Source: an optimization exercise on an open RTL-to-GDS flow (aim: small area and a short achievable clock period). Production flows keep margins and buffers that such runs may drop. At most, simulation tests tie the RTL to the original design; equivalence was not proved.

==> inputs of nickel <==
## ue_lane
module ue_lane (
    input  wire         clk,
    input  wire         rst,         
    input  wire         ld_valid,
    input  wire [127:0] ld_v,        
    input  wire         ld_q,
    input  wire         ld_member,
    input  wire         ld_paired,
    input  wire [255:0] p_regs,
    input  wire         ins_valid,
    input  wire [31:0]  ins_word,
    output wire [127:0] v_out,
    output wire [255:0] t_out,
    output wire [3:0]   k_out,
    output wire         q_out,
    output wire         fault
);
    reg [127:0] v;           
    reg [255:0] t;           
    reg [3:0]   k;
    reg         q;
    reg         member;
    reg         paired;
    reg         fault_r;
    assign v_out = v;
    assign t_out = t;
    assign k_out = k;
    assign q_out = q;
    assign fault = fault_r;
    wire [5:0]  op    = ins_word[31:26];
    wire [4:0]  fd    = ins_word[25:21];
    wire [4:0]  fa    = ins_word[20:16];
    wire [4:0]  fb    = ins_word[15:11];
    wire        pen   = ins_word[10];
  ...
export LEC_CHECK = 0
export CAP_MARGIN = 20
export CORE_MARGIN = 2
export CORE_UTILIZATION = 40
export SLEW_MARGIN = 20
export SYNTH_HIERARCHICAL = 1
export TNS_END_PERCENT = 5
create_clock -name core_clock -period 28.0 [get_ports {clk}]
standard.sh (not shown) runs the stock make flow with config.mk's settings and CLKGATE_MAP_FILE= SYNTH_SCRIPT=/design/flow/synth_recipe.tcl, a recipe that flattens the netlist after the stock synthesis.
==> flow/flow/run.sh <==
#!/bin/bash
# The standard layout, with plain buffers (instead of delay cells) on the ports
# and timing repair aimed well below the clock period.
set -euo pipefail
export BUFFER_PORTS_ARGS="-buffer_cell sky130_fd_sc_hd__buf_1"
export SETUP_SLACK_MARGIN=11.5
bash standard.sh > flow_make.log 2>&1
==> raven (differences from nickel) <==
--- a/flow/design.v
+++ b/flow/design.v
@@ -3,15 +3,12 @@
     assign co = (a & b) | (a & c) | (b & c);
 endmodule
 module ue_ha (input wire a, input wire b, output wire s, output wire co);
     assign s  = a ^ b;
     assign co = a & b;
 endmodule
-module ue_pp (input wire one, input wire two, input wire xn1, input wire xn0, output wire p);
-    assign p = (one & xn1) | (two & xn0);
-endmodule
 module ue_lane (
     input  wire         clk,
     input  wire         rst,         
     input  wire         ld_valid,
     input  wire [127:0] ld_v,        
     input  wire         ld_q,
@@ -205,19 +202,22 @@
     wire [33:0] xe = {X[31], X[31], X};
     generate
         for (gi = 0; gi < 16; gi = gi + 1) begin : g_booth
             wire b0 = bx[2*gi], b1 = bx[2*gi+1], b2 = bx[2*gi+2];
             assign bone[gi] = b1 ^ b0;
             assign btwo[gi] = (b2 & ~b1 & ~b0) | (~b2 & b1 & b0);
-            assign bneg[gi] = b2 & ~(b1 & b0);
-            wire [34:0] xn = {xe ^ {34{bneg[gi]}}, bneg[gi]};    
+            assign bneg[gi] = b2;
             genvar gk;
             for (gk = 0; gk < 33; gk = gk + 1) begin : g_pp
-                ue_pp u_pp (.one(bone[gi]), .two(btwo[gi]), .xn1(xn[gk+1]), .xn0(xn[gk]), .p(ppf[gi*33+gk]));
+                if (gk == 0) begin : g0
+                    assign ppf[gi*33+gk] = (bone[gi] & xe[0]) ^ bneg[gi];
+                end else begin : gn
+                    assign ppf[gi*33+gk] = ((bone[gi] & xe[gk]) | (btwo[gi] & xe[gk-1])) ^ bneg[gi];
+                end
             end
-            assign ps[gi] = (bone[gi] & xn[34]) | (btwo[gi] & xn[33]);
+            assign ps[gi] = (X[31] & (bone[gi] | btwo[gi])) ^ bneg[gi];
         end
     endgenerate
     wire [63:0] sa, sb;
     wire hs0, hc0;
     ue_ha u_ha0 (.a(bneg[11]), .b(ppf[22]), .s(hs0), .co(hc0));
     wire hs1, hc1;
==> flow/flow/run.sh (replaced) <==
#!/bin/bash
# The standard layout, with plain buffers (instead of delay cells) on the ports
# and timing repair aimed well below the clock period.
set -euo pipefail
export BUFFER_PORTS_ARGS="-buffer_cell sky130_fd_sc_hd__buf_1"
export SETUP_SLACK_MARGIN=13
bash standard.sh > flow_make.log 2>&1
==> flow/config.mk (replaced) <==
export PLATFORM = sky130hd
export DESIGN_NAME = ue_lane
export DESIGN_NICKNAME = ue_lane
export VERILOG_FILES = /design/flow/design.v
export SDC_FILE = /design/flow/constraint.sdc
export NUM_CORES = 8
export LEC_CHECK = 0
export ABC_AREA = 1
export CAP_MARGIN = 20
export CELL_PAD_IN_SITES_DETAIL_PLACEMENT = 1
export CORE_MARGIN = 2
export CORE_UTILIZATION = 45
export PLACE_DENSITY = 0.5
export SLEW_MARGIN = 20
export SYNTH_HIERARCHICAL = 1
export TNS_END_PERCENT = 5
==> comparison <==
- nickel finished clean. raven did not get past global routing (5_1_grt).
- In raven the area after synthesis is higher than in nickel, by 2.6%.
- In raven the synthesized cell count is larger than in nickel, by about 32%.
==> figures <==
	raven	nickel
Run status	stopped before the end	finished clean
Failing step	global routing (5_1_grt)	-
Starting density of the core	0.452	0.403
Final weighted congestion in routability-driven placement	1.28	1.17
Simple-gate portion of the synthesized area	0.287	0.130
Area of placed instances	0.0697 mm²	0.0691 mm²
Standard-cell row count	138	144
Xor/xnor share of the synthesized area	0.0774	0.0851
Sum of net half-perimeters after detailed placement	502 mm	399 mm
Dominant cell by count in the synthesized netlist	sky130_fd_sc_hd__nand2_1	sky130_fd_sc_hd__a22o_1
Register area share after synthesis	0.123	0.126
Distinct cell type count after synthesis	62	102
Placement Setup Slack	6750 ps	6860 ps
Complex-gate fraction of the synthesized area	0.205	0.369
Mapped Cells	9874	7453
Fraction of synthesized area in multiplexers	0.000157	0.0321
Post-synth top area share	0.173	0.165
Cell Count Post-Placement	12294	10089
Post-synthesis instance area	0.0638 mm²	0.0622 mm²
CTS Buf Count	49	42
Setup Fix Bufs, Post-CTS	281	54
Avg Inst Size Synth	6.46 µm²	8.34 µm²
Number of gates resized after cts	1368	301
No functional check of the RTL was part of raven.

## afterwards: timing with drivers on the ports
The flow's constraints put no driver on any port. The routed layout listed below was extracted and timed again, unchanged, in two steps. Step 1, drivers: a clkbuf_16 drives clk and a buf_2 each remaining input, both assumed. Step 2 moves the port delays by t, midway between the first and last clock arrival at a register: inputs arrive t later, outputs are due t later. That takes back most of the time a late clock gives input paths. Slacks: ideal / step 1 / step 2; pairs: ideal / step 1.
run: nickel
t (ns): 0.719
setup slack, ns: 10.870 / 10.885 / 10.166
worst setup path at the end: input to register
slew at the worst register clock pin (ns): 0.08 / 0.08
cell pins on the clock port's net: 1
After both steps nickel still meets setup and hold. For nickel, drivers alone change the setup slack by +0.015 ns; drivers and shift together by -0.704 ns.
